What follows belongs to an exercise in optimizing a design on an open flow for small area, a short achievable clock period and few clock cycles per item; a production flow would make more cautious choices.
Only simulation tests tie the RTL to the original design; equivalence was not proved.

==> design.v <==
module dvn_sha256 (
    input  wire         clk,
    input  wire         rst,         
    input  wire         in_valid,
    output wire         in_ready,
    input  wire [31:0]  in_data,
    input  wire         in_first,    
    output wire         out_valid,
    output wire [255:0] digest
);
    localparam [31:0] IV0 = 32'h6a09e667, IV1 = 32'hbb67ae85,
                      IV2 = 32'h3c6ef372, IV3 = 32'ha54ff53a,
                      IV4 = 32'h510e527f, IV5 = 32'h9b05688c,
                      IV6 = 32'h1f83d9ab, IV7 = 32'h5be0cd19;
    reg  [3:0]  ph;           
    reg  [1:0]  q;            
    reg         run;          
    reg         fresh;        
    reg  [3:0]  wcnt;         
    reg         pend_first;   
    reg         cur_first;    
    reg         rdy_q;
    reg         done_q;
    reg  [5:0]  kidx;         
    reg  [31:0] w [0:15];
    reg  [31:0] a, b, c, d, e, f, g, h;
    reg  [31:0] ha0, ha1, ha2, ha3;    
    reg  [31:0] he0, he1, he2, he3;    
    wire accept  = in_valid & rdy_q;
    wire q3      = (q == 2'd3);
    wire ph15    = (ph == 4'd15);
    reg  last;        
    reg  add_en;      
    reg  ld_iv;       
    reg  fold_h;      
    reg  fold_iv;     
    wire slot_ok = ~run | q3;                      
    wire start_if = (wcnt == 4'd15);
    wire start   = accept & start_if;
    wire       run_na = run & ~last;
    wire       run_a  = start_if | run_na;
    wire       run_n  = accept ? run_a : run_na;
    wire [1:0] q_n    = (run & ph15) ? q + 2'd1 : q;    
    wire [3:0] ph_inc = ph + 4'd1;
    wire [3:0] ph_n   = fresh ? {3'd0, accept} : ph_inc;
    wire [3:0] wcnt_a = wcnt + 4'd1;                    
    wire [3:0] wcnt_n = accept ? wcnt_a : wcnt;
    wire       fresh_n = fresh & ~accept;
    wire       rdy_a  = ~start_if & (wcnt_a == ph_inc) & (~run_na | (q_n == 2'd3));
    wire       rdy_na = fresh | ((wcnt == ph_inc) & (~run_na | (q_n == 2'd3)));
    wire       rdy_n  = accept ? rdy_a : rdy_na;
    always @(posedge clk) begin
        if (rst) begin
            ph     <= 4'd0;
            q      <= 2'd0;
            run    <= 1'b0;
            fresh  <= 1'b1;
            wcnt   <= 4'd0;
            rdy_q  <= 1'b1;
            done_q <= 1'b0;
            last   <= 1'b0;
            add_en <= 1'b0;
            ld_iv  <= 1'b0;
            fold_h <= 1'b0;
            fold_iv <= 1'b0;
        end else begin
            ph     <= ph_n;
            q      <= q_n;
            run    <= run_n;
            fresh  <= fresh_n;
            wcnt   <= wcnt_n;
            rdy_q  <= rdy_n;
            done_q <= last;
            last   <= run & q3 & (ph == 4'd14);
            add_en <= run & q3 & ((ph == 4'd12) | (ph == 4'd13) | (ph == 4'd14));
            ld_iv  <= (ph == 4'd14) & slot_ok & (wcnt != 4'd0) & pend_first;
            fold_h <= run & q3 & (ph == 4'd14) & ~cur_first;
            fold_iv <= run & q3 & (ph == 4'd14) & cur_first;
        end
    end
    always @(posedge clk) begin
        if (accept && wcnt == 4'd0)
            pend_first <= in_first;
        if (start)
            cur_first <= pend_first;
        kidx <= {((run & (ph == 4'd14)) ? q + 2'd1 : q_n), ph + 4'd2};
    end
    assign in_ready  = rdy_q;
    assign out_valid = done_q;
    localparam [2047:0] KTAB = {
        32'hc67178f2, 32'hbef9a3f7, 32'ha4506ceb, 32'h90befffa,
        32'h8cc70208, 32'h84c87814, 32'h78a5636f, 32'h748f82ee,
        32'h682e6ff3, 32'h5b9cca4f, 32'h4ed8aa4a, 32'h391c0cb3,
        32'h34b0bcb5, 32'h2748774c, 32'h1e376c08, 32'h19a4c116,
        32'h106aa070, 32'hf40e3585, 32'hd6990624, 32'hd192e819,
        32'hc76c51a3, 32'hc24b8b70, 32'ha81a664b, 32'ha2bfe8a1,
        32'h92722c85, 32'h81c2c92e, 32'h766a0abb, 32'h650a7354,
        32'h53380d13, 32'h4d2c6dfc, 32'h2e1b2138, 32'h27b70a85,
        32'h14292967, 32'h06ca6351, 32'hd5a79147, 32'hc6e00bf3,
        32'hbf597fc7, 32'hb00327c8, 32'ha831c66d, 32'h983e5152,
        32'h76f988da, 32'h5cb0a9dc, 32'h4a7484aa, 32'h2de92c6f,
        32'h240ca1cc, 32'h0fc19dc6, 32'hefbe4786, 32'he49b69c1,
        32'hc19bf174, 32'h9bdc06a7, 32'h80deb1fe, 32'h72be5d74,
        32'h550c7dc3, 32'h243185be, 32'h12835b01, 32'hd807aa98,
        32'hab1c5ed5, 32'h923f82a4, 32'h59f111f1, 32'h3956c25b,
        32'he9b5dba5, 32'hb5c0fbcf, 32'h71374491, 32'h428a2f98};
    wire [31:0] k_t = KTAB[{kidx, 5'd0} +: 32];
    wire [31:0] big_s0 = {a[1:0], a[31:2]} ^ {a[12:0], a[31:13]} ^ {a[21:0], a[31:22]};
    wire [31:0] big_s1 = {e[5:0], e[31:6]} ^ {e[10:0], e[31:11]} ^ {e[24:0], e[31:25]};
    wire [31:0] ch     = (e & f) ^ (~e & g);
    wire [31:0] maj    = (a & b) | (c & (a | b));
    wire [31:0] fold_a = ({32{fold_h}} & ha1) | ({32{fold_iv}} & IV0);
    wire [31:0] fold_e = ({32{fold_h}} & he1) | ({32{fold_iv}} & IV4);
    reg  [31:0] hkw;
    wire [31:0] r1s = hkw ^ big_s1 ^ ch;
    wire [31:0] r1c = {((hkw & big_s1) | (ch & (hkw | big_s1))), 1'b0};
    wire [31:0] p1s = big_s0 ^ maj ^ fold_a;
    wire [31:0] p1c = {((big_s0 & maj) | (fold_a & (big_s0 | maj))), 1'b0};
    wire [31:0] a2s = r1s ^ r1c ^ p1s;
    wire [31:0] a2c = {((r1s & r1c) | (p1s & (r1s | r1c))), 1'b0};
    wire [31:0] a3s = a2s ^ a2c ^ p1c;
    wire [31:0] a3c = {((a2s & a2c) | (p1c & (a2s | a2c))), 1'b0};
    wire [31:0] a_rnd = a3s + a3c;
    wire [31:0] e2s = r1s ^ r1c ^ d;
    wire [31:0] e2c = {((r1s & r1c) | (d & (r1s | r1c))), 1'b0};
    wire [31:0] e3s = e2s ^ e2c ^ fold_e;
    wire [31:0] e3c = {((e2s & e2c) | (fold_e & (e2s | e2c))), 1'b0};
    wire [31:0] e_rnd = e3s + e3c;
    wire [31:0] sml_s0 = {w[1][6:0], w[1][31:7]} ^ {w[1][17:0], w[1][31:18]} ^ {3'b0, w[1][31:3]};
    wire [31:0] sml_s1 = {w[14][16:0], w[14][31:17]} ^ {w[14][18:0], w[14][31:19]} ^ {10'b0, w[14][31:10]};
    wire [31:0] w_next = sml_s1 + w[9] + sml_s0 + w[0];
    wire [31:0] in_word = {in_data[7:0], in_data[15:8], in_data[23:16], in_data[31:24]};
    integer i;
    always @(posedge clk) begin
        for (i = 0; i < 15; i = i + 1)
            w[i] <= w[i + 1];
        if (run & ~q3)
            w[15] <= w_next;
        else if (accept)
            w[15] <= in_word;
        else
            w[15] <= w[0];
    end
    wire [31:0] iv_a = ph[1] ? (ph[0] ? IV1 : IV2) : IV3;    
    wire [31:0] iv_e = ph[1] ? (ph[0] ? IV5 : IV6) : IV7;
    wire [31:0] opa1 = (add_en & cur_first) ? iv_a : ha0;
    wire [31:0] ope1 = (add_en & cur_first) ? iv_e : he0;
    wire [31:0] sum_a = opa1 + ({32{add_en}} & a);
    wire [31:0] sum_e = ope1 + ({32{add_en}} & e);
    always @(posedge clk) begin
        ha0 <= last ? a_rnd : ha1;
        ha1 <= ha2;
        ha2 <= ha3;
        ha3 <= sum_a;
        he0 <= last ? e_rnd : he1;
        he1 <= he2;
        he2 <= he3;
        he3 <= sum_e;
    end
    wire [31:0] h_nx = ld_iv ? IV7 : (last ? he2 : g);
    always @(posedge clk) begin
        if (ld_iv) begin
            a <= IV0; b <= IV1; c <= IV2; d <= IV3;
            e <= IV4; f <= IV5; g <= IV6;
        end else begin
            a <= run ? a_rnd : h;
            e <= run ? e_rnd : d;
            if (last) begin
                b <= sum_a; c <= ha3; d <= ha2;
                f <= sum_e; g <= he3;
            end else begin
                b <= a; c <= b; d <= c;
                f <= e; g <= f;
            end
        end
        h   <= h_nx;
        hkw <= h_nx + k_t + w[1];
    end
    wire [31:0] hw0 = ha0, hw1 = ha3, hw2 = ha2, hw3 = ha1;
    wire [31:0] hw4 = he0, hw5 = he3, hw6 = he2, hw7 = he1;
    assign digest = {
        hw7[7:0], hw7[15:8], hw7[23:16], hw7[31:24],
        hw6[7:0], hw6[15:8], hw6[23:16], hw6[31:24],
        hw5[7:0], hw5[15:8], hw5[23:16], hw5[31:24],
        hw4[7:0], hw4[15:8], hw4[23:16], hw4[31:24],
        hw3[7:0], hw3[15:8], hw3[23:16], hw3[31:24],
        hw2[7:0], hw2[15:8], hw2[23:16], hw2[31:24],
        hw1[7:0], hw1[15:8], hw1[23:16], hw1[31:24],
        hw0[7:0], hw0[15:8], hw0[23:16], hw0[31:24]};
endmodule
==> config.mk <==
export PLATFORM = sky130hd
export DESIGN_NAME = dvn_sha256
export DESIGN_NICKNAME = dvn_sha256
export VERILOG_FILES = /design/flow/design.v
export SDC_FILE = /design/flow/constraint.sdc
export NUM_CORES = 4
export LEC_CHECK = 0
export CAP_MARGIN = 20
export CORE_MARGIN = 2
export CORE_UTILIZATION = 50
export SLEW_MARGIN = 20
==> constraint.sdc <==
create_clock -name core_clock -period 20.0 [get_ports {clk}]
set_input_delay 4.0000 -clock core_clock [delete_from_list [all_inputs] [get_ports {clk}]]
set_output_delay 4.0000 -clock core_clock [all_outputs]
set_load 0.01 [all_outputs]
==> flow/run.sh <==
#!/bin/bash
set -euo pipefail
bash standard.sh SETUP_SLACK_MARGIN=${MARGIN:-14.8} \
  "BUFFER_PORTS_ARGS=-buffer_cell sky130_fd_sc_hd__buf_2" finish > flow.log 2>&1
==> standard.sh <==
#!/bin/bash
# synth_recipe.tcl (not shown) runs the flow's synth.tcl, then flattens the netlist and writes it again
# the make line also repeats each setting of config.mk as NAME=value (left out here)
make -C /OpenROAD-flow-scripts/flow DESIGN_CONFIG=/design/flow/config.mk WORK_HOME=/design/flow/orfs CLKGATE_MAP_FILE= SYNTH_SCRIPT=/design/flow/synth_recipe.tcl "${@:-finish}"
==> results of run 1 <==
==> final cells by class <==
| type | instances | area (um^2) | area share (%) |
|---|---|---|---|
| Clock buffer | 150 | 3133 | 5.131 |
| Clock inverter | 51 | 787.0 | 1.289 |
| Inverter | 500 | 1894 | 3.102 |
| Multi-Input combinational cell | 3222 | 26730 | 43.77 |
| Sequential cell | 1083 | 22390 | 36.67 |
| Tap cell | 1368 | 1712 | 2.803 |
| Timing Repair Buffer | 508 | 4409 | 7.220 |
| Timing Repair inverter | 2 | 10.01 | 0.01639 |
==> cell usage in the layout (no fill, tap or decap), types with 18 or more instances in the layout <==
master	count
nand2b_1	33
a21o_1	123
ha_1	204
a31oi_1	55
clkbuf_16	110
xnor2_1	331
a211o_1	18
dfxtp_1	767
o21a_1	24
buf_2	87
nand3_1	68
nor3_1	35
and2_1	102
nor2_1	297
nand2_1	357
o21ai_0	169
and3_1	30
buf_4	211
xor2_1	89
clkbuf_8	23
maj3_1	29
nand4_1	21
buf_6	208
mux2i_1	199
fa_1	274
mux2_2	81
a211oi_1	48
a21oi_1	246
nor2b_1	35
dfxtp_2	194
o211ai_1	45
inv_1	496
dfxtp_4	120
==> per-stage QoR <==
step	cells	utilization (%)	instance area, um^2	hold slack, ns
3_3_place_gp	6508	52.81	53570	0.3097
4_1_cts	6850	59.52	60390	0.2825
2_1_floorplan	5058	-	51000	0.3096
6_report	6884	60.19	61070	0.2868
5_1_grt	6884	60.19	61070	0.2927
3_5_place_dp	6509	52.81	53580	0.3121
==> layer usage <==
layer,vias to the layer above,wire [um]
met4,4,12470
met3,446,11550
met2,1524,85990
li1,17510,-
met1,18570,67330
met5,-,31
==> kinds of logic (layout without fill, tap and decap cells) <==
family | count (synthesis) | count (layout) | synth area share, %
mux | 289 | 289 | 6.092
compound gates | 931 | 931 | 12.16
xor+xnor | 431 | 431 | 7.402
flops | 1083 | 1083 | 42.55
fa+ha+maj | 516 | 516 | 16.64
buf+inv | 753 | 1211 | 5.594
simple gates | 1055 | 1055 | 9.552
==> path summary, 6_finish.rpt <==
check | start | endpoint | depth (start not counted)
setup / recovery | ha3[31] | digest[39] | 1
hold / removal | w[12][2] | w[11][2] | 0
setup reg to reg | kidx[1] | hkw[31] | 20
hold reg to reg | w[12][2] | w[11][2] | 0
==> repair_timing <==
item | CTS | global route
hold buffers | 0 | 0
gates cloned | 0 | 2
buffers inserted | 140 | 32
gates resized for setup | 588 | 113
pin swaps | 2 | 8
endpoints found under the setup margin | 315 | 241
==> results.txt, run 1 <==
fraction of layout cells with a size suffix above 1=22.08%; Top FF cell, synth=dfxtp_1; Num CTS Buffers=108; antenna violations before repair=6; library cells used by synthesis=101; Worst-Skew Late Latency=0.74 ns; HPWL Detailed=134,800 um; gr ovfl total=0; Slew Limit Headroom=28.23%; status=finished clean; clk root buf=clkbuf_16; RSZ-0062 raised after global routing=true; DRC viols=0; # fillers=8,688; WP buf/inv=1; synthesized cell area=51,000 um^2; Crit Path Max Fanout=3; most common cell in the netlist=dfxtp_1; Wirelength per Cell=25.76 um; max incr delay on CP=0.40 ns; # rows=117; Max Slew Vio Count=0; syn nets=5,581; Final nets=5,948; Port Buffers=293; clock skew=0.05624 ns; Fmax=190.4 MHz; post-synthesis average cell area=10.08 um^2; Worst Setup End Kind=primary output; GRT busiest layer=met2; critical path type=reg -> out; final setup fails=0; fraction of the cycle the final worst path needs=26.26%; vias in the first global route=36,690; area grow syn2layout=19.75%; RD Place Congestion=1.009; clock buffer depth=3; GRT Util Overall=33.42%; core area=101,400 um^2; # diodes=0; Die ar.=104,600 um^2; met3 Use GR=5.297%; Largest Register=w; Vias/cell=5.527; Iter 0 DRT Violations=3,455; io pins=294; CTS tree=done; Gate Count Post-Synth=5,058; clock period minus worst slack=5.252 ns; clock slew at reported path FFs=0.06 ns; Place WS=13.95 ns; leading area contributor after synthesis=dfxtp_1; largest net degree at the start of global routing=106; Worst Path Required=16.00 ns; Seq cells post-synth=1,083; top cell types by occurrence after synthesis=dfxtp_1, inv_1, nand2_1, xnor2_1, nor2_1; slowest cell on the critical path=dfxtp_4; largest cells by area after synthesis=dfxtp_1, fa_1, xnor2_1, ha_1, mux2i_1; Hold Crit Class=reg -> reg; Starting Density=50.27%; worst setup margin=14.75 ns; M1 GR Usage=39.64%; Setup TNS=0 ns; final hold vios=0; max reg flops=512; Warnings, synthesis=2; Least-Margin Pin Slew=1.073 ns; die width=323.4 um; R2R setup slack=14.88 ns; met2 usage=57.07%; Arrival @ worst endpoint=1.25 ns; critical-path cell list=buf_6; Max-Cap Viols=0; routed wire length=177,400 um; post-route antenna net violation count=0; DRT Pass-1 Iters=6; largest delay contributor family on the critical path=flip-flops; share of the synthesized area in the top cell type=42.44%; first-pass GRT wire length=249,700 um; via count=38,050; htree depth=3; number of synthesized flops with an enable pin=2; height of the die=323.4 um; register area share after synthesis=42.55%; ys async rst share=0%; clk sinks=1,083; critical path launch point type=register
Testbench counts, summed over its fixed seeds: cycles 24,712, blocks 384.
==> run 2, diff against run 1 <==
==> flow/run.sh (replaced) <==
#!/bin/bash
set -euo pipefail
bash standard.sh SETUP_SLACK_MARGIN=${MARGIN:-14.2} \
  "BUFFER_PORTS_ARGS=-buffer_cell sky130_fd_sc_hd__buf_2" finish > flow.log 2>&1
--- a/config.mk
+++ b/config.mk
@@ -8,4 +8,6 @@
 export CAP_MARGIN = 20
 export CORE_MARGIN = 2
 export CORE_UTILIZATION = 50
+export CTS_CLUSTER_DIAMETER = 80
+export CTS_CLUSTER_SIZE = 30
 export SLEW_MARGIN = 20
==> run 2 against run 1 <==
Still clean. Critical path depth up 16. Worst hold slack better by 0.024 ns. Sequential share of layout area up 2.5 points. Die area unchanged. Maximum frequency down 7.5%. Critical path type is now reg -> reg. Setup slack worse by 0.42 ns.
==> results.txt, run 2 <==
HPWL Detailed=135,400 um (was 134,800 um); critical path type=reg -> reg (was reg -> out); critical path launch point type=register (unchanged); CTS tree=done (unchanged); Starting Density=50.27% (unchanged); clock buffer depth=3 (unchanged); hold buffers post-CTS=0 (unchanged); Least-Margin Pin Slew=1.130 ns (was 1.073 ns); library cells used by synthesis=101 (unchanged); most common cell in the netlist=dfxtp_1 (unchanged); status=finished clean (unchanged); Warnings, synthesis=2 (unchanged); Gate Count Post-Synth=5,058 (unchanged); # rows=117 (unchanged); DRC viols=0 (unchanged); Arrival @ worst endpoint=6.26 ns (was 1.25 ns); clock skew=0.04060 ns (was 0.05624 ns); GRT Util Overall=32.71% (was 33.42%); Die ar.=104,600 um^2 (unchanged); post-route antenna net violation count=0 (unchanged); Crit Path Max Fanout=6 (was 3); Vias/cell=5.556 (was 5.527); register area share after synthesis=42.55% (unchanged); most frequent cells in the layout=dfxtp_1, inv_1, nand2_1, xnor2_1, nor2_1 (unchanged); Seq cells post-synth=1,083 (unchanged); leading area contributor after synthesis=dfxtp_1 (unchanged); # fillers=9,260 (was 8,688); die width=323.4 um (unchanged); Worst Setup End Kind=register (was primary output); Num CTS Buffers=53 (was 108); ys async rst share=0% (unchanged); Max-Cap Viols=0 (unchanged); final hold vios=0 (unchanged); Setup TNS=0 ns (unchanged); Worst-Skew Late Latency=0.72 ns (was 0.74 ns); largest cells by area after synthesis=dfxtp_1, fa_1, xnor2_1, ha_1, mux2i_1 (unchanged); DRT Pass-1 Iters=8 (was 6); Hold Crit Class=reg -> reg (unchanged); height of the die=323.4 um (unchanged); core area=101,400 um^2 (unchanged); gr ovfl total=0 (unchanged); fraction of layout cells with a size suffix above 1=11.44% (was 22.08%); Wirelength per Cell=26.09 um (was 25.76 um); fraction of the cycle the final worst path needs=28.38% (was 26.26%); most common cell after layout, fill and taps aside=dfxtp_1 (unchanged); post-synthesis average cell area=10.08 um^2 (unchanged); clock slew at reported path FFs=0.11 ns (was 0.06 ns); Port Buffers=293 (unchanged); Largest Register=w (unchanged); Slew Limit Headroom=24.53% (was 28.23%); routed wire length=172,100 um (was 177,400 um); Fmax=176.2 MHz (was 190.4 MHz); Iter 0 DRT Violations=3,065 (was 3,455); clk root buf=clkbuf_16 (unchanged); largest net degree at the start of global routing=110 (was 106); area grow syn2layout=8.880% (was 19.75%); via count=36,660 (was 38,050); number of synthesized flops with an enable pin=2 (unchanged); Worst Path Required=20.58 ns (was 16.00 ns); vias in the first global route=35,440 (was 36,690); htree depth=2 (was 3); antenna violations before repair=12 (was 6); Top FF cell, synth=dfxtp_1 (unchanged); clk sinks=1,083 (unchanged); synthesized cell area=51,000 um^2 (unchanged); max reg flops=512 (unchanged); Final nets=5,716 (was 5,948); clock period minus worst slack=5.677 ns (was 5.252 ns); first-pass GRT wire length=244,300 um (was 249,700 um); syn nets=5,581 (unchanged); Max Slew Vio Count=0 (unchanged); top cell types by occurrence after synthesis=dfxtp_1, inv_1, nand2_1, xnor2_1, nor2_1 (unchanged); io pins=294 (unchanged); RD Place Congestion=0.9838 (was 1.009); RSZ-0062 raised after global routing=true (unchanged); final setup fails=0 (unchanged); share of the synthesized area in the top cell type=42.44% (unchanged)
## run 2: cell counts after synthesis
Identical to the previous run, type by type.
## run 2: through the flow
stage | util [%] | area (um^2) | worst slack (ns) | instances | hold WS (ns)
6_report | 54.73 | 55520 | 14.32 | 6597 | 0.3104
5_1_grt | 54.72 | 55520 | 14.10 | 6594 | 0.3098
4_1_cts | 54.67 | 55460 | 14.24 | 6594 | 0.3068
3_5_place_dp | 52.79 | 53550 | 13.55 | 6506 | 0.3121
3_3_place_gp | 52.79 | 53550 | 13.68 | 6506 | 0.3097
2_1_floorplan | - | 51000 | 14.57 | 5058 | 0.3096
## run 2: area by class of cell
| cell class | count | area [um^2] | area share (%) |
|---|---|---|---|
| inverter | 500 | 1886 | 3.396 |
| multi-input combinational | 3222 | 26500 | 47.73 |
| sequential | 1083 | 21730 | 39.14 |
| timing repair buffer | 333 | 1787 | 3.218 |
| clock buffer | 58 | 1366 | 2.461 |
| clock inverter | 30 | 533.0 | 0.9600 |
| antenna | 3 | 7.507 | 0.01352 |
| tap | 1368 | 1712 | 3.083 |
## run 2: cells by family after synthesis
kind of cell / share of synthesized area, %
mux: 6.092
compound gates: 12.16
buf+inv: 5.594
simple gates: 9.552
fa+ha+maj: 16.64
xor+xnor: 7.402
flops: 42.55
## run 2: critical path, cell delays in order (launching register included)
cell and delay, ns:
dfxtp_1 0.66, xnor2_1 0.16, xnor2_1 0.42, fa_1 0.61, inv_1 0.12, fa_1 0.43, fa_1 0.51, inv_1 0.05
ha_1 0.36, o211ai_1 0.20, a21oi_1 0.11, o2111ai_1 0.49, a31oi_4 0.23, a21oi_4 0.22, a31oi_1 0.13, or3_1 0.46
and4bb_2 0.34, a2111oi_2 0.04
## run 2: final timing paths
kind	start	end	slack (ns)	cells after the start
min reg2reg	w[11][9]	w[10][9]	0.31	0
min	w[11][9]	w[10][9]	0.31	0
max	e[10]	e[31]	14.32	17
max reg2reg	e[10]	e[31]	14.32	17
## run 2: routing by layer
metal,vias to the layer above,share of wire (%),track usage (%)
li1,17000,-,-
met1,17990,39,40.14
met2,1291,48,55.37
met3,374,6.1,4.270
met4,6,6.5,18.61
met5,-,0.028,0
## run 2: timing repair
action	CTS	global route
setup endpoints to repair	13	17
buffers inserted	0	0
resized for setup	4	14
pin swaps	0	0
==> run 3, diff against run 2 <==
==> flow/run.sh (replaced) <==
#!/bin/bash
set -euo pipefail
bash standard.sh SETUP_SLACK_MARGIN=${MARGIN:-14.5} \
  "BUFFER_PORTS_ARGS=-buffer_cell sky130_fd_sc_hd__buf_2" finish > flow.log 2>&1
--- a/config.mk
+++ b/config.mk
@@ -5,6 +5,7 @@
 export SDC_FILE = /design/flow/constraint.sdc
 export NUM_CORES = 4
 export LEC_CHECK = 0
+export ABC_AREA = 1
 export CAP_MARGIN = 20
 export CORE_MARGIN = 2
 export CORE_UTILIZATION = 50
==> run 3 against run 2 <==
Routed wire length up 23%. Cell count grew 26%. Synthesized cell count is 32% higher. Maximum frequency increased by 3.5%. Highest routed layer unchanged.
==> results.txt, run 3 <==
# rows=120 (was 117); Iter 0 DRT Violations=5,193 (was 3,065); max reg flops=512 (unchanged); CTS tree=done (unchanged); clock period minus worst slack=5.485 ns (was 5.677 ns); library cells used by synthesis=65 (was 101); critical path type=reg -> out (was reg -> reg); Fmax=182.3 MHz (was 176.2 MHz); most common cell in the netlist=nand2_1 (was dfxtp_1); DRT Pass-1 Iters=6 (was 8); Top FF cell, synth=dfxtp_1 (unchanged); clock buffer depth=3 (unchanged); final setup fails=0 (unchanged); io pins=294 (unchanged); first-pass GRT wire length=299,200 um (was 244,300 um); fraction of the cycle the final worst path needs=27.43% (was 28.38%); synthesized cell area=53,840 um^2 (was 51,000 um^2); Warnings, synthesis=2 (unchanged); largest delay contributor family on the critical path=flip-flops (was adder cells); clk sinks=1,083 (unchanged); status=finished clean (unchanged); hold buffers post-CTS=0 (unchanged); Setup TNS=0 ns (unchanged); RSZ-0062 raised after global routing=false (was true); Starting Density=50.36% (was 50.27%); clock slew at reported path FFs=0.12 ns (was 0.11 ns); via count=45,750 (was 36,660); Port Buffers=293 (unchanged); critical path launch point type=register (unchanged); post-synthesis average cell area=8.040 um^2 (was 10.08 um^2); Post-DP Area=56,460 um^2 (was 53,550 um^2); htree depth=2 (unchanged); top cell types by occurrence after synthesis=nand2_1, inv_1, dfxtp_1, nor2_1, nand3_1 (was dfxtp_1, inv_1, nand2_1, xnor2_1, nor2_1); Largest Register=w (unchanged); Max Slew Vio Count=0 (unchanged); Slew Limit Headroom=16.19% (was 24.53%); Gate Count Post-Synth=6,696 (was 5,058); Worst Setup End Kind=primary output (was register); number of synthesized flops with an enable pin=2 (unchanged); final hold vios=0 (unchanged); WP buf/inv=1 (was 2); Die ar.=110,300 um^2 (was 104,600 um^2); most frequent cells in the layout=nand2_1, inv_1, dfxtp_1, nor2_1, nand3_1 (was dfxtp_1, inv_1, nand2_1, xnor2_1, nor2_1); antenna violations before repair=13 (was 12); Crit Path Max Fanout=2 (was 6); Worst Path Required=16.00 ns (was 20.58 ns); max incr delay on CP=0.56 ns (was 0.66 ns); Worst-Skew Late Latency=0.75 ns (was 0.72 ns); RD Place Congestion=1.028 (was 0.9838); syn nets=7,219 (was 5,581); register area share after synthesis=40.31% (was 42.55%); Wirelength per Cell=25.50 um (was 26.09 um); routed wire length=211,500 um (was 172,100 um); Hold Crit Class=reg -> reg (unchanged); HPWL Detailed=169,700 um (was 135,400 um); Arrival @ worst endpoint=1.49 ns (was 6.26 ns); gr ovfl total=0 (unchanged); post-route antenna net violation count=0 (unchanged); core area=106,900 um^2 (was 101,400 um^2); Vias/cell=5.516 (was 5.556); Max-Cap Viols=0 (unchanged); vias in the first global route=43,520 (was 35,440); leading area contributor after synthesis=dfxtp_1 (unchanged); most common cell after layout, fill and taps aside=nand2_1 (was dfxtp_1); Seq cells post-synth=1,083 (unchanged); clk root buf=clkbuf_16 (unchanged); GRT Util Overall=37.38% (was 32.71%); Post-Layout Inst Area=58,480 um^2 (was 55,520 um^2); largest cells by area after synthesis=dfxtp_1, fa_1, nand2_1, inv_1, ha_1 (was dfxtp_1, fa_1, xnor2_1, ha_1, mux2i_1); clock skew=0.05078 ns (was 0.04060 ns); DRC viols=0 (unchanged); height of the die=332.1 um (was 323.4 um); ys async rst share=0% (unchanged); Least-Margin Pin Slew=1.248 ns (was 1.130 ns); fraction of layout cells with a size suffix above 1=7.490% (was 11.44%); largest net degree at the start of global routing=134 (was 110); slowest cell on the critical path=dfxtp_1 (unchanged); Final nets=7,379 (was 5,716); die width=332.1 um (was 323.4 um); critical-path cell list=buf_2 (was xnor2_1 > xnor2_1 > fa_1 > inv_1 > fa_1 > fa_1 > inv_1 > ha_1 > o211ai_1 > a21oi_1 > o2111ai_1 > a31oi_4 > a21oi_4 > a31oi_1 > or3_1 > and4bb_2 > a2111oi_2); Num CTS Buffers=56 (was 53); share of the synthesized area in the top cell type=40.20% (was 42.44%); area grow syn2layout=8.624% (was 8.880%)
==> run 3: changes by cell type after synthesis, moves of 49 or more <==
cell	before	now
nor2_1	300	540
inv_1	498	1097
a21oi_1	252	349
and2_1	103	17
o21ai_0	173	352
nand2_1	364	1382
mux2_2	81	5
a211oi_1	54	5
xor2_1	89	186
a21o_1	123	23
xnor2_1	342	166
nand3_1	68	363
mux2i_1	199	11
==> run 3: final timing paths <==
kind	from	end	slack, ns	cells past startpoint
worst max-delay path	he0[3]	digest[155]	14.51	1
worst min-delay path	w[10][12]	w[9][12]	0.31	0
worst max register to register	e[7]	e[27]	14.68	21
worst min register to register	w[10][12]	w[9][12]	0.31	0
==> run 3: cell type report <==
cell class	count	area, um^2
Clock inverter	32	553.0
Fill cell	10300	48420
Tap cell	1403	1755
Inverter	1106	4165
Antenna cell	2	5.005
Sequential cell	1083	21720
Multi-Input combinational cell	4280	27090
Clock buffer	59	1413
Timing Repair Buffer	329	1775
==> run 3: per-stage QoR <==
step / hold slack, ns / worst slack, ns / instances / util (%)
3_3_place_gp: 0.3095 / 14.10 / 8200 / 52.81
3_5_place_dp: 0.3121 / 13.96 / 8200 / 52.81
5_1_grt: 0.3209 / 14.52 / 8292 / 54.70
6_report: 0.3125 / 14.51 / 8294 / 54.71
4_1_cts: 0.3152 / 14.50 / 8291 / 54.67
2_1_floorplan: 0.3096 / 15.17 / 6696 / -
==> run 3: logic make-up (layout without fill, tap and decap cells) <==
family                     after synthesis  count (layout)  share of synthesized area, %
AOI/OAI and AO/OA                      912             912                         9.398
and+or+nand+nor                       2484            2484                         19.07
muxes                                   16              16                        0.3091
xor gates and xnor gates               353             353                         5.756
adders and majority gates              515             515                         15.74
DFF                                   1083            1083                         40.31
buffers and inverters                 1333            1526                         9.419
other                                    0               2                             0
==> run 3: timing repair <==
| item | in CTS | in global routing |
|---|---|---|
| buffers inserted | 0 | 1 |
| setup endpoints to repair | 105 | 35 |
| gates resized for setup | 7 | 4 |
==> run 3: layer usage <==
| metal | up-vias | wire [um] | track usage, % |
|---|---|---|---|
| li1 | 21150 | - | - |
| met5 | - | 65 | 0 |
| met1 | 21840 | 83850 | 47.89 |
| met3 | 552 | 17390 | 6.177 |
| met2 | 2206 | 94950 | 59.51 |
| met4 | 10 | 15250 | 22.18 |
==> run 4, diff against run 3 <==
--- a/config.mk
+++ b/config.mk
@@ -5,10 +5,10 @@
 export SDC_FILE = /design/flow/constraint.sdc
 export NUM_CORES = 4
 export LEC_CHECK = 0
-export ABC_AREA = 1
 export CAP_MARGIN = 20
 export CORE_MARGIN = 2
 export CORE_UTILIZATION = 50
 export CTS_CLUSTER_DIAMETER = 80
 export CTS_CLUSTER_SIZE = 30
+export GPL_TIMING_DRIVEN = 1
 export SLEW_MARGIN = 20
==> run 4 against run 3 <==
Critical endpoint is now digest[167]. First-iteration DRC count decreased by 43%. Largest cell class unchanged. Critical path depth unchanged. Design area decreased by 4.8%.
==> results.txt, run 4 <==
status=finished clean (unchanged); DRT Pass-1 Iters=7 (was 6); final setup fails=0 (unchanged); Final nets=5,721 (was 7,379); critical path launch point type=register (unchanged); register area share after synthesis=42.55% (was 40.31%); Largest Register=w (unchanged); Gate Count Post-Synth=5,058 (was 6,696); RD Place Congestion=0.9838 (was 1.028); Iter 0 DRT Violations=2,962 (was 5,193); HPWL Detailed=135,400 um (was 169,700 um); ys async rst share=0% (unchanged); Port Buffers=293 (unchanged); Top FF cell, synth=dfxtp_1 (unchanged); io pins=294 (unchanged); Worst Path Required=16.00 ns (about the same); syn nets=5,581 (was 7,219); Slew Limit Headroom=23.87% (was 16.19%); post-route antenna net violation count=0 (unchanged); RSZ-0062 raised after global routing=true (was false); largest net degree at the start of global routing=110 (was 134); routed wire length=172,400 um (was 211,500 um); most frequent cells in the layout=dfxtp_1, inv_1, nand2_1, xnor2_1, nor2_1 (was nand2_1, inv_1, dfxtp_1, nor2_1, nand3_1); post-synthesis average cell area=10.08 um^2 (was 8.040 um^2); htree depth=2 (unchanged); synthesized cell area=51,000 um^2 (was 53,840 um^2); end of the worst register-to-register path=hkw[31] (was e[27]); top cell types by occurrence after synthesis=dfxtp_1, inv_1, nand2_1, xnor2_1, nor2_1 (was nand2_1, inv_1, dfxtp_1, nor2_1, nand3_1); clock period minus worst slack=5.517 ns (was 5.485 ns); most common cell after layout, fill and taps aside=dfxtp_1 (was nand2_1); Fmax=181.3 MHz (was 182.3 MHz); Crit Path Max Fanout=3 (was 2); Critical Path Start=he3[31] (was he0[3]); max reg flops=512 (unchanged); area grow syn2layout=9.213% (was 8.624%); clk root buf=clkbuf_16 (unchanged); Setup TNS=0 ns (unchanged); Least-Margin Pin Slew=1.138 ns (was 1.248 ns); Wirelength per Cell=26.12 um (was 25.50 um); WP buf/inv=1 (unchanged); GRT Util Overall=32.70% (was 37.38%); critical path type=reg -> out (unchanged); share of the synthesized area in the top cell type=42.44% (was 40.20%); core area=101,400 um^2 (was 106,900 um^2); Max-Cap Viols=0 (unchanged); Max Slew Vio Count=0 (unchanged); fraction of the cycle the final worst path needs=27.58% (was 27.43%); height of the die=323.4 um (was 332.1 um); library cells used by synthesis=101 (was 65); Worst-Skew Late Latency=0.73 ns (was 0.75 ns); largest delay contributor family on the critical path=flip-flops (unchanged); Vias/cell=5.547 (was 5.516); min-delay src=w[11][9] (was w[10][12]); Seq cells post-synth=1,083 (unchanged); hold buffers post-CTS=0 (unchanged); clock buffer depth=3 (unchanged); number of synthesized flops with an enable pin=2 (unchanged); Arrival @ worst endpoint=1.52 ns (was 1.49 ns); CTS tree=done (unchanged); Starting Density=50.27% (was 50.36%); worst setup margin=14.48 ns (was 14.51 ns); die width=323.4 um (was 332.1 um); max incr delay on CP=0.58 ns (was 0.56 ns); critical-path cell list=buf_2 (unchanged); Worst Setup End Kind=primary output (unchanged); gr ovfl total=0 (unchanged); Reg2Reg Depth=19 (was 21); most common cell in the netlist=dfxtp_1 (was nand2_1); first-pass GRT wire length=244,300 um (was 299,200 um); clk sinks=1,083 (unchanged); antenna violations before repair=13 (unchanged); slowest cell on the critical path=dfxtp_1 (unchanged); clock slew at reported path FFs=0.11 ns (was 0.12 ns); clock skew=0.03941 ns (was 0.05078 ns); WHS Path Cells=0 (unchanged); Warnings, synthesis=2 (unchanged); largest cells by area after synthesis=dfxtp_1, fa_1, xnor2_1, ha_1, mux2i_1 (was dfxtp_1, fa_1, nand2_1, inv_1, ha_1); Hold EP=w[10][9] (was w[9][12]); via count=36,620 (was 45,750); R2R setup slack=14.59 ns (was 14.68 ns); final hold vios=0 (unchanged); # rows=117 (was 120); Place WS=13.55 ns (was 13.96 ns); Die ar.=104,600 um^2 (was 110,300 um^2); leading area contributor after synthesis=dfxtp_1 (unchanged); DRC viols=0 (unchanged); fraction of layout cells with a size suffix above 1=12.22% (was 7.490%); Hold Crit Class=reg -> reg (unchanged); vias in the first global route=35,470 (was 43,520); Num CTS Buffers=53 (was 56); worst r2r src=kidx[0] (was e[7])
-- run 4: changes by cell type in the layout (fill, tap and decap cells not counted), sizes merged, moves of 188 or more --
cell	previous run	this run
inv	1125	517
nor2	551	300
nand2	1397	365
nand3	365	68
o21ai	377	186
mux2i	11	199
-- run 4: what timing repair did --
action                                  CTS  global route
cloned                                    0             1
endpoints found under the hold margin     0             0
endpoints found under the setup margin   46            38
gates resized for setup                  23            47
pin swaps                                 0             1
setup buffers                             0             4
-- run 4: layer usage --
metal | share of wire (%) | GRT usage, % | up-vias | wire, um
met1 | 39 | 40.28 | 17930 | 67670
met5 | 0.020 | 0 | - | 34
met4 | 7.0 | 19.47 | 4 | 12090
met2 | 48 | 55.00 | 1304 | 82340
li1 | - | - | 17000 | -
met3 | 6.0 | 3.976 | 381 | 10270
-- run 4: how the worst max path moves through the flow --
stage / endpoint / slack (ns) / depth (start not counted)
3_3_place_gp: hkw[31] / 13.68 / 21
3_5_place_dp: hkw[31] / 13.55 / 21
4_1_cts: hkw[31] / 14.40 / 17
6_report: digest[167] / 14.48 / 1
5_1_grt: hkw[31] / 14.40 / 19
2_1_floorplan: hkw[31] / 14.57 / 23
-- run 4: logic make-up after synthesis --
logic type / share of synthesized area [%]
flip-flops: 42.55
AND/OR/NAND/NOR: 9.552
AO/OA/AOI/OAI: 12.16
buffers and inverters: 5.594
adder cells (fa/ha/maj): 16.64
XOR/XNOR: 7.402
multiplexers: 6.092
-- run 4: layout make-up --
| type | count | area (um^2) |
|---|---|---|
| fill | 9252 | 45760 |
| sequential | 1083 | 21770 |
| antenna | 2 | 5.005 |
| multi-input combinational | 3222 | 26550 |
| timing repair inverter | 1 | 5.005 |
| inverter | 500 | 1889 |
| tap | 1368 | 1712 |
| timing repair buffer | 337 | 1859 |
| clock buffer | 58 | 1366 |
| clock inverter | 30 | 533.0 |
-- run 4: stage by stage --
stage | instances | instance area, um^2 | utilization (%) | hold WS, ns
finish | 6601 | 55690 | 54.90 | 0.3076
detailed placement | 6506 | 53550 | 52.79 | 0.3121
global route | 6599 | 55690 | 54.89 | 0.3098
CTS | 6594 | 55510 | 54.72 | 0.3068
global placement | 6506 | 53550 | 52.79 | 0.3097
floorplan | 5058 | 51000 | - | 0.3096
==> run 5, diff against run 4 <==
--- a/config.mk
+++ b/config.mk
@@ -10,5 +10,4 @@
 export CORE_UTILIZATION = 50
 export CTS_CLUSTER_DIAMETER = 80
 export CTS_CLUSTER_SIZE = 30
-export GPL_TIMING_DRIVEN = 1
 export SLEW_MARGIN = 20
==> run 5 against run 4 <==
Core utilization did not move. Critical path type unchanged. Largest cell class unchanged. Still clean on timing, DRC and antenna.
==> results.txt, run 5 <==
Worst-Skew Late Latency=0.73 ns (about the same); most common cell after layout, fill and taps aside=dfxtp_1 (unchanged); Die ar.=104,600 um^2 (unchanged); fraction of layout cells with a size suffix above 1=12.22% (unchanged); ys async rst share=0% (unchanged); Arrival @ worst endpoint=1.52 ns (about the same); Vias/cell=5.547 (unchanged); status=finished clean (unchanged); Num CTS Buffers=53 (unchanged); most frequent cells in the layout=dfxtp_1, inv_1, nand2_1, xnor2_1, nor2_1 (unchanged); library cells used by synthesis=101 (unchanged); post-route antenna net violation count=0 (unchanged); Multi-input gate area=26,550 um^2 (unchanged); RSZ-0062 raised after global routing=true (unchanged); GRT busiest layer=met2 (unchanged); height of the die=323.4 um (unchanged); Least-Margin Pin Slew=1.138 ns (unchanged); die width=323.4 um (unchanged); critical path launch point type=register (unchanged); Setup TNS=0 ns (unchanged); top cell types by occurrence after synthesis=dfxtp_1, inv_1, nand2_1, xnor2_1, nor2_1 (unchanged); slowest cell on the critical path=dfxtp_1 (unchanged); max reg flops=512 (unchanged); largest delay contributor family on the critical path=flip-flops (unchanged); Worst Hold Slack=0.3076 ns (unchanged); Place WS=13.55 ns (unchanged); met2 usage=55.00% (unchanged); routed wire length=172,400 um (unchanged); Max Slew Vio Count=0 (unchanged); # fillers=9,252 (unchanged); Starting Density=50.27% (unchanged); critical-path cell list=buf_2 (unchanged); # rows=117 (unchanged); Gate Count Post-Synth=5,058 (unchanged); share of the synthesized area in the top cell type=42.44% (unchanged); clock skew=0.03941 ns (unchanged); GRT Util Overall=32.70% (unchanged); register area share after synthesis=42.55% (unchanged); clock slew at reported path FFs=0.11 ns (about the same); antenna violations before repair=13 (unchanged); DRC viols=0 (unchanged); Final Util=54.90% (unchanged); first-pass GRT wire length=244,300 um (unchanged); synthesized cell area=51,000 um^2 (unchanged); Crit Path Max Fanout=3 (unchanged); Port Buffers=293 (unchanged); final setup fails=0 (unchanged); CTS tree=done (unchanged); largest cells by area after synthesis=dfxtp_1, fa_1, xnor2_1, ha_1, mux2i_1 (unchanged); number of synthesized flops with an enable pin=2 (unchanged); clk root buf=clkbuf_16 (unchanged); vias in the first global route=35,470 (unchanged); Post-Layout Inst Area=55,690 um^2 (unchanged); Slew Limit Headroom=23.87% (unchanged); met3 Use GR=3.976% (unchanged); Final nets=5,721 (unchanged); io pins=294 (unchanged); clock buffer depth=3 (unchanged); Reg area=21,770 um^2 (unchanged); Worst Setup End Kind=primary output (unchanged); Post-DP Area=53,550 um^2 (unchanged); post-synthesis average cell area=10.08 um^2 (unchanged); clock period minus worst slack=5.517 ns (unchanged); M1 GR Usage=40.28% (unchanged); largest net degree at the start of global routing=110 (unchanged); area grow syn2layout=9.213% (unchanged); most common cell in the netlist=dfxtp_1 (unchanged); max incr delay on CP=0.58 ns (about the same); Worst Path Required=16.00 ns (about the same); Largest Register=w (unchanged); gr ovfl total=0 (unchanged); Hold Crit Class=reg -> reg (unchanged); Top FF cell, synth=dfxtp_1 (unchanged); Warnings, synthesis=2 (unchanged); core area=101,400 um^2 (unchanged); Fmax=181.3 MHz (unchanged); worst setup margin=14.48 ns (unchanged); fraction of the cycle the final worst path needs=27.58% (unchanged); DRT Pass-1 Iters=7 (unchanged); Seq cells post-synth=1,083 (unchanged); via count=36,620 (unchanged); critical path type=reg -> out (unchanged); RD Place Congestion=0.9838 (unchanged); WP buf/inv=1 (unchanged); clk sinks=1,083 (unchanged); htree depth=2 (unchanged); syn nets=5,581 (unchanged); leading area contributor after synthesis=dfxtp_1 (unchanged); HPWL Detailed=135,400 um (unchanged); Max-Cap Viols=0 (unchanged); Wirelength per Cell=26.12 um (unchanged); Iter 0 DRT Violations=2,962 (unchanged); final hold vios=0 (unchanged)
## run 5: cell counts after synthesis
No cell type changed its count.
## run 5: logic make-up after synthesis
family | synth area share [%]
adders and majority gates | 16.64
muxes | 6.092
xor gates and xnor gates | 7.402
buffers and inverters | 5.594
DFF | 42.55
AOI/OAI and AO/OA | 12.16
and+or+nand+nor | 9.552
## run 5: path summary, 6_finish.rpt
kind / endpoint / cells after the start / slack, ns / start
worst min-delay path: w[10][9] / 0 / 0.31 / w[11][9]
worst max-delay path: digest[167] / 1 / 14.48 / he3[31]
worst min register to register: w[10][9] / 0 / 0.31 / w[11][9]
worst max register to register: hkw[31] / 19 / 14.59 / kidx[0]
## run 5: per-stage QoR
step / cells
after floorplan: 5058
after global placement: 6506
after detailed placement: 6506
after CTS: 6594
after global routing: 6599
final: 6601
## run 5: layout make-up
| cell class | count | share of cell area, % |
|---|---|---|
| tap | 1368 | 3.073 |
| clock buffer | 58 | 2.453 |
| timing repair buffer | 337 | 3.338 |
| antenna | 2 | 0.008986 |
| sequential | 1083 | 39.09 |
| clock inverter | 30 | 0.9570 |
| timing repair inverter | 1 | 0.008986 |
| multi-input combinational | 3222 | 47.67 |
| inverter | 500 | 3.392 |
## run 5: layer usage
metal | vias to the layer above | wire length [um]
li1 | 17000 | -
met1 | 17930 | 67670
met2 | 1304 | 82340
met3 | 381 | 10270
met4 | 4 | 12090
met5 | - | 34
## run 5: repair_timing
| action | CTS | global route |
|---|---|---|
| hold endpoints to repair | 0 | 0 |
| setup buffers | 0 | 4 |
| cloned | 0 | 1 |
| pin swaps | 0 | 1 |
| setup endpoints to repair | 46 | 38 |
| gates resized for setup | 23 | 47 |
| hold buffers | 0 | 0 |
==> run 6, diff against run 5 <==
--- a/config.mk
+++ b/config.mk
@@ -7,7 +7,7 @@
 export LEC_CHECK = 0
 export CAP_MARGIN = 20
 export CORE_MARGIN = 2
-export CORE_UTILIZATION = 50
+export CORE_UTILIZATION = 56
 export CTS_CLUSTER_DIAMETER = 80
 export CTS_CLUSTER_SIZE = 30
 export SLEW_MARGIN = 20
==> run 6 against run 5 <==
Routed wire length down 3.0%. Critical endpoint is now digest[231]. Critical path depth unchanged. Clock skew up 0.027 ns. Highest routed layer unchanged.
==> results.txt, run 6 <==
syn nets=5,581 (unchanged); end of the worst register-to-register path=hkw[31] (unchanged); io pins=294 (unchanged); Max-Cap Viols=0 (unchanged); Multi-input gate area=26,540 um^2 (was 26,550 um^2); Post-DP Area=53,310 um^2 (was 53,550 um^2); max reg flops=512 (unchanged); Worst Setup End Kind=primary output (unchanged); GRT Util Overall=35.27% (was 32.70%); Reg area=21,760 um^2 (was 21,770 um^2); clock skew=0.06690 ns (was 0.03941 ns); post-route antenna net violation count=0 (unchanged); leading area contributor after synthesis=dfxtp_1 (unchanged); Iter 0 DRT Violations=2,987 (was 2,962); Worst Hold Slack=0.2980 ns (was 0.3076 ns); Final nets=5,723 (was 5,721); CP Capture Point=digest[231] (was digest[167]); WP buf/inv=1 (unchanged); Num CTS Buffers=52 (was 53); Fmax=183.2 MHz (was 181.3 MHz); die width=305.8 um (was 323.4 um); Port Buffers=293 (unchanged); max incr delay on CP=0.53 ns (was 0.58 ns); final hold vios=0 (unchanged); fraction of the cycle the final worst path needs=27.30% (was 27.58%); critical path type=reg -> out (unchanged); clock slew at reported path FFs=0.11 ns (about the same); core area=90,150 um^2 (was 101,400 um^2); Top FF cell, synth=dfxtp_1 (unchanged); HPWL Detailed=130,500 um (was 135,400 um); Largest Register=w (unchanged); # fillers=7,768 (was 9,252); Die ar.=93,490 um^2 (was 104,600 um^2); Worst Path Required=16.00 ns (about the same); library cells used by synthesis=101 (unchanged); most common cell in the netlist=dfxtp_1 (unchanged); vias in the first global route=35,900 (was 35,470); gr ovfl total=0 (unchanged); CTS tree=done (unchanged); final setup fails=0 (unchanged); htree depth=2 (unchanged); antenna violations before repair=5 (was 13); Least-Margin Pin Slew=1.151 ns (was 1.138 ns); Starting Density=56.57% (was 50.27%); area grow syn2layout=8.529% (was 9.213%); Warnings, synthesis=2 (unchanged); DRC viols=0 (unchanged); Hold Crit Class=reg -> reg (unchanged); register area share after synthesis=42.55% (unchanged); Crit Path Max Fanout=3 (unchanged); routed wire length=167,200 um (was 172,400 um); critical-path cell list=buf_2 (unchanged); via count=36,900 (was 36,620); height of the die=305.8 um (was 323.4 um); # rows=110 (was 117); ys async rst share=0% (unchanged); number of synthesized flops with an enable pin=2 (unchanged); largest net degree at the start of global routing=116 (was 110); RD Place Congestion=1.006 (was 0.9838); clock buffer depth=3 (unchanged); top cell types by occurrence after synthesis=dfxtp_1, inv_1, nand2_1, xnor2_1, nor2_1 (unchanged); Max Slew Vio Count=0 (unchanged); most common cell after layout, fill and taps aside=dfxtp_1 (unchanged); critical path launch point type=register (unchanged); post-synthesis average cell area=10.08 um^2 (unchanged); RSZ-0062 raised after global routing=true (unchanged); Arrival @ worst endpoint=1.46 ns (was 1.52 ns); clock period minus worst slack=5.459 ns (was 5.517 ns); Post-Layout Inst Area=55,340 um^2 (was 55,690 um^2); Setup TNS=0 ns (unchanged); WP depth=1 (unchanged); fraction of layout cells with a size suffix above 1=12.01% (was 12.22%); Reg2Reg Depth=15 (was 19); Critical Path Start=he1[31] (was he3[31]); largest delay contributor family on the critical path=flip-flops (unchanged); most frequent cells in the layout=dfxtp_1, inv_1, nand2_1, xnor2_1, nor2_1 (unchanged); slowest cell on the critical path=dfxtp_1 (unchanged); synthesized cell area=51,000 um^2 (unchanged); clk sinks=1,083 (unchanged); hold buffers post-CTS=0 (unchanged); Slew Limit Headroom=23.11% (was 23.87%); Worst-Skew Late Latency=0.73 ns (about the same); Seq cells post-synth=1,083 (unchanged); clk root buf=clkbuf_16 (unchanged); R2R setup slack=14.60 ns (was 14.59 ns); Vias/cell=5.757 (was 5.547); first-pass GRT wire length=238,900 um (was 244,300 um); Wirelength per Cell=26.09 um (was 26.12 um); DRT Pass-1 Iters=5 (was 7); largest cells by area after synthesis=dfxtp_1, fa_1, xnor2_1, ha_1, mux2i_1 (unchanged); Gate Count Post-Synth=5,058 (unchanged); status=finished clean (unchanged); share of the synthesized area in the top cell type=42.44% (unchanged); worst r2r src=last (was kidx[0])
[run 6: layer usage]
| layer | vias to the layer above | part of all wire, % | global-route usage, % |
|---|---|---|---|
| li1 | 16990 | - | - |
| met1 | 18120 | 39 | 42.21 |
| met2 | 1373 | 48 | 60.21 |
| met3 | 412 | 5.8 | 4.853 |
| met4 | 4 | 7.2 | 21.61 |
| met5 | - | 0.017 | 0 |
[run 6: worst min-delay path by stage]
stage	end	startpoint	depth (start not counted)
3_3_place_gp	w[3][21]	w[4][21]	0
4_1_cts	w[14][5]	w[15][5]	0
3_5_place_dp	w[11][4]	w[12][4]	0
2_1_floorplan	w[10][0]	w[11][0]	0
6_report	w[14][5]	w[15][5]	0
5_1_grt	w[14][5]	w[15][5]	0
[run 6: logic make-up (layout without fill, tap and decap cells)]
kind of cell               after synthesis  in the layout  share of synthesized area [%]
muxes                                  289            289                          6.092
other                                    0              5                              0
and+or+nand+nor                       1055           1055                          9.552
adders and majority gates              516            516                          16.64
AOI/OAI and AO/OA                      931            931                          12.16
buffers and inverters                  753            923                          5.594
xor gates and xnor gates               431            431                          7.402
DFF                                   1083           1083                          42.55
[run 6: layout make-up]
type | instances | area share (%)
repair buffers | 341 | 3.398
well taps | 1176 | 2.659
diodes | 5 | 0.02261
clock inverters | 28 | 0.8840
multi-input cells | 3222 | 47.95
inverters | 500 | 3.407
clock buffers | 54 | 2.365
flip-flops and latches | 1083 | 39.31
[run 6: worst register-to-register path, cell delays in order (launching register included)]
cell and delay [ns]:
dfxtp_4 0.82, buf_12 0.48, nor2b_1 0.35, a211oi_2 0.97
fa_1 0.56, inv_1 0.06, ha_1 0.25, o21a_1 0.17
o31ai_2 0.10, a21oi_2 0.21, o21ai_2 0.12, a31o_4 0.27
o41ai_4 0.37, o31ai_1 0.15, a311oi_1 0.33, xnor2_1 0.15
[run 6: metrics by stage]
step           cells  utilization (%)  worst slack (ns)
2_1_floorplan   5058                -             14.57
4_1_cts         6396            61.18             14.49
5_1_grt         6404            61.38             14.41
3_3_place_gp    6314            59.14             13.75
6_report        6409            61.39             14.54
3_5_place_dp    6314            59.14             13.66
[run 6: what timing repair did]
item,CTS,global route
setup buffers,0,8
pin swaps,0,2
setup endpoints to repair,26,26
resized for setup,13,45
==> run 7, diff against run 6 <==
==> flow/run.sh (replaced) <==
#!/bin/bash
set -euo pipefail
bash standard.sh SETUP_SLACK_MARGIN=${MARGIN:-14.75} \
  "BUFFER_PORTS_ARGS=-buffer_cell sky130_fd_sc_hd__buf_2" finish > flow.log 2>&1
--- a/config.mk
+++ b/config.mk
@@ -7,7 +7,7 @@
 export LEC_CHECK = 0
 export CAP_MARGIN = 20
 export CORE_MARGIN = 2
-export CORE_UTILIZATION = 56
+export CORE_UTILIZATION = 50
 export CTS_CLUSTER_DIAMETER = 80
 export CTS_CLUSTER_SIZE = 30
 export SLEW_MARGIN = 20
==> run 7 against run 6 <==
Critical path depth stayed put. Largest cell class unchanged. Flip-flop and latch count unchanged. Critical endpoint is now digest[230]. Design area increased by 3.9%. Highest routed layer unchanged.
==> results.txt, run 7 <==
htree depth=2 (unchanged); Gate Count Post-Synth=5,058 (unchanged); height of the die=323.4 um (was 305.8 um); largest cells by area after synthesis=dfxtp_1, fa_1, xnor2_1, ha_1, mux2i_1 (unchanged); gr ovfl total=0 (unchanged); max reg flops=512 (unchanged); Top FF cell, synth=dfxtp_1 (unchanged); antenna violations before repair=6 (was 5); via count=37,280 (was 36,900); GRT Util Overall=32.70% (was 35.27%); DRT Pass-1 Iters=5 (unchanged); most common cell in the netlist=dfxtp_1 (unchanged); Final nets=5,845 (was 5,723); final hold vios=0 (unchanged); Max Slew Vio Count=0 (unchanged); Iter 0 DRT Violations=3,359 (was 2,987); fraction of the cycle the final worst path needs=26.37% (was 27.30%); syn nets=5,581 (unchanged); number of synthesized flops with an enable pin=2 (unchanged); clk root buf=clkbuf_16 (unchanged); WP buf/inv=1 (unchanged); io pins=294 (unchanged); Worst-Skew Late Latency=0.72 ns (was 0.73 ns); post-synthesis average cell area=10.08 um^2 (unchanged); adder-cell share of the synthesized area=16.64% (unchanged); synthesized cell area=51,000 um^2 (unchanged); Worst Hold Slack=0.3049 ns (was 0.2980 ns); vias in the first global route=35,500 (was 35,900); core area=101,400 um^2 (was 90,150 um^2); XOR/XNOR share of the synthesized area=7.402% (unchanged); critical path launch point type=register (unchanged); post-route antenna net violation count=0 (unchanged); area grow syn2layout=12.71% (was 8.529%); clock skew=0.04306 ns (was 0.06690 ns); Least-Margin Pin Slew=1.036 ns (was 1.151 ns); clk sinks=1,083 (unchanged); Largest Register=w (unchanged); Hold Crit Class=reg -> reg (unchanged); register area share after synthesis=42.55% (unchanged); status=finished clean (unchanged); RD Place Congestion=1.009 (was 1.006); Num CTS Buffers=53 (was 52); Synth Area in Simple Gates=9.552% (unchanged); die width=323.4 um (was 305.8 um); Max-Cap Viols=0 (unchanged); CTS tree=done (unchanged); routed wire length=173,800 um (was 167,200 um); Setup TNS=0 ns (unchanged); fraction of layout cells with a size suffix above 1=19.40% (was 12.01%); clock period minus worst slack=5.275 ns (was 5.459 ns); most common cell after layout, fill and taps aside=dfxtp_1 (unchanged); clock slew at reported path FFs=0.11 ns (about the same); Arrival @ worst endpoint=1.27 ns (was 1.46 ns); slowest cell on the critical path=dfxtp_4 (was dfxtp_1); # fillers=9,110 (was 7,768); # rows=117 (was 110); critical-path cell list=buf_6 (was buf_2); Compound-Gate Fraction of Synth Area=12.16% (unchanged); library cells used by synthesis=101 (unchanged); critical path type=reg -> out (unchanged); Fmax=189.6 MHz (was 183.2 MHz); max incr delay on CP=0.43 ns (was 0.53 ns); Wirelength per Cell=25.84 um (was 26.09 um); mux cell area share after synthesis=6.092% (unchanged); Warnings, synthesis=2 (unchanged); Starting Density=50.27% (was 56.57%); Place WS=13.95 ns (was 13.66 ns); leading area contributor after synthesis=dfxtp_1 (unchanged); worst setup margin=14.73 ns (was 14.54 ns); largest net degree at the start of global routing=106 (was 116); Worst Path Required=16.00 ns (about the same); Vias/cell=5.541 (was 5.757); largest family of logic cells by synthesized area=adder cells (unchanged); largest delay contributor family on the critical path=flip-flops (unchanged); clock buffer depth=3 (unchanged); most frequent cells in the layout=dfxtp_1, inv_1, nand2_1, xnor2_1, nor2_1 (unchanged); Seq cells post-synth=1,083 (unchanged); hold buffers post-CTS=0 (unchanged); Slew Limit Headroom=30.70% (was 23.11%); Crit Path Max Fanout=2 (was 3); share of the synthesized area in the top cell type=42.44% (unchanged); ys async rst share=0% (unchanged); HPWL Detailed=134,800 um (was 130,500 um); top cell types by occurrence after synthesis=dfxtp_1, inv_1, nand2_1, xnor2_1, nor2_1 (unchanged); DRC viols=0 (unchanged); Worst Setup End Kind=primary output (unchanged); Port Buffers=293 (unchanged); first-pass GRT wire length=244,100 um (was 238,900 um); final setup fails=0 (unchanged); Die ar.=104,600 um^2 (was 93,490 um^2); RSZ-0062 raised after global routing=true (unchanged)
[run 7: timing repair]
item                       4_1_cts  5_1_grt
setup endpoints to repair      271      112
pin swaps                        2        7
resized for setup              371      120
setup buffers                   97       28
gates cloned                     0        1
[run 7: final cells by class]
type	count	area, um^2	share of cell area, %
clock buffers	57	1361	2.369
well taps	1368	1712	2.978
multi-input cells	3222	26630	46.33
diodes	4	10.01	0.01742
flip-flops and latches	1083	22310	38.81
clock inverters	31	442.9	0.7706
inverters	500	1894	3.296
repair inverters	1	5.005	0.008708
repair buffers	461	3112	5.414
[run 7: path summary, 6_finish.rpt]
kind                            slack (ns)      from          end  cells after the start
worst max register to register       14.81      e[5]      he0[31]                     16
worst min register to register        0.30  w[10][5]      w[9][5]                      0
worst max-delay path                 14.73   he1[30]  digest[230]                      1
worst min-delay path                  0.30  w[10][5]      w[9][5]                      0
[run 7: cell families after synthesis]
kind of cell / Yosys count
mux: 289
buf+inv: 753
simple gates: 1055
xor+xnor: 431
compound gates: 931
flops: 1083
fa+ha+maj: 516
[run 7: per-stage QoR]
stage	instances	area, um^2	utilization, %
2_1_floorplan	5058	51000	-
3_3_place_gp	6508	53570	52.81
3_5_place_dp	6509	53580	52.81
4_1_cts	6694	56910	56.10
5_1_grt	6723	57470	56.64
6_report	6727	57480	56.65
[run 7: routing by layer]
layer | track usage [%] | vias up | wire length [um]
met5 | 0 | - | 26
met4 | 17.25 | 4 | 11070
met3 | 4.733 | 370 | 10900
met2 | 56.26 | 1354 | 84720
met1 | 39.62 | 18300 | 67120
li1 | - | 17240 | -
[run 7: worst reg2reg max path, delay by kind of cell (launching register included)]
kind	cells	cell delay [ns]
buffers and inverters	3	0.24
multiplexers	1	0.45
flip-flops	1	0.56
AO/OA/AOI/OAI	7	1.56
AND/OR/NAND/NOR	1	0.31
adder cells (fa/ha/maj)	4	1.99

## afterwards: timing with drivers on the ports
The results above use ideal ports. As a check the final layouts listed here were re-extracted and re-timed, cells and wires unchanged. Step 1 assumes that a clkbuf_16 drives the clock port and a buf_2 every other input. Step 2 adds t to the input delays and takes it off the output delays; t is the mean of the earliest and latest rising clock arrival at the registers after step 1. Input paths then give back, and output paths get back, about the clock's delay inside the block. Three values: ideal, step 1, step 2; two values: the first two.
run	shift t [ns]	setup slack, ns	hold WS [ns]	pins driven straight from the clock port
run 1	0.780	14.748 / 14.678 / 14.616	0.287 / 0.287 / 0.287	1
run 2	0.775	14.323 / 14.323 / 14.311	0.310 / 0.310 / 0.310	1
run 3	0.799	14.515 / 14.438 / 14.506	0.312 / 0.312 / 0.312	1
run 4	0.777	14.483 / 14.413 / 14.305	0.308 / 0.308 / 0.308	1
run 5	0.777	14.483 / 14.413 / 14.305	0.308 / 0.308 / 0.308	1
run 6	0.768	14.541 / 14.467 / 14.301	0.298 / 0.298 / 0.298	1
run 7	0.768	14.725 / 14.654 / 14.581	0.305 / 0.305 / 0.305	1
After both steps setup and hold are still met in every run listed. For run 6, which loses most, drivers alone change the setup slack by -0.074 ns; drivers and shift together by -0.240 ns.
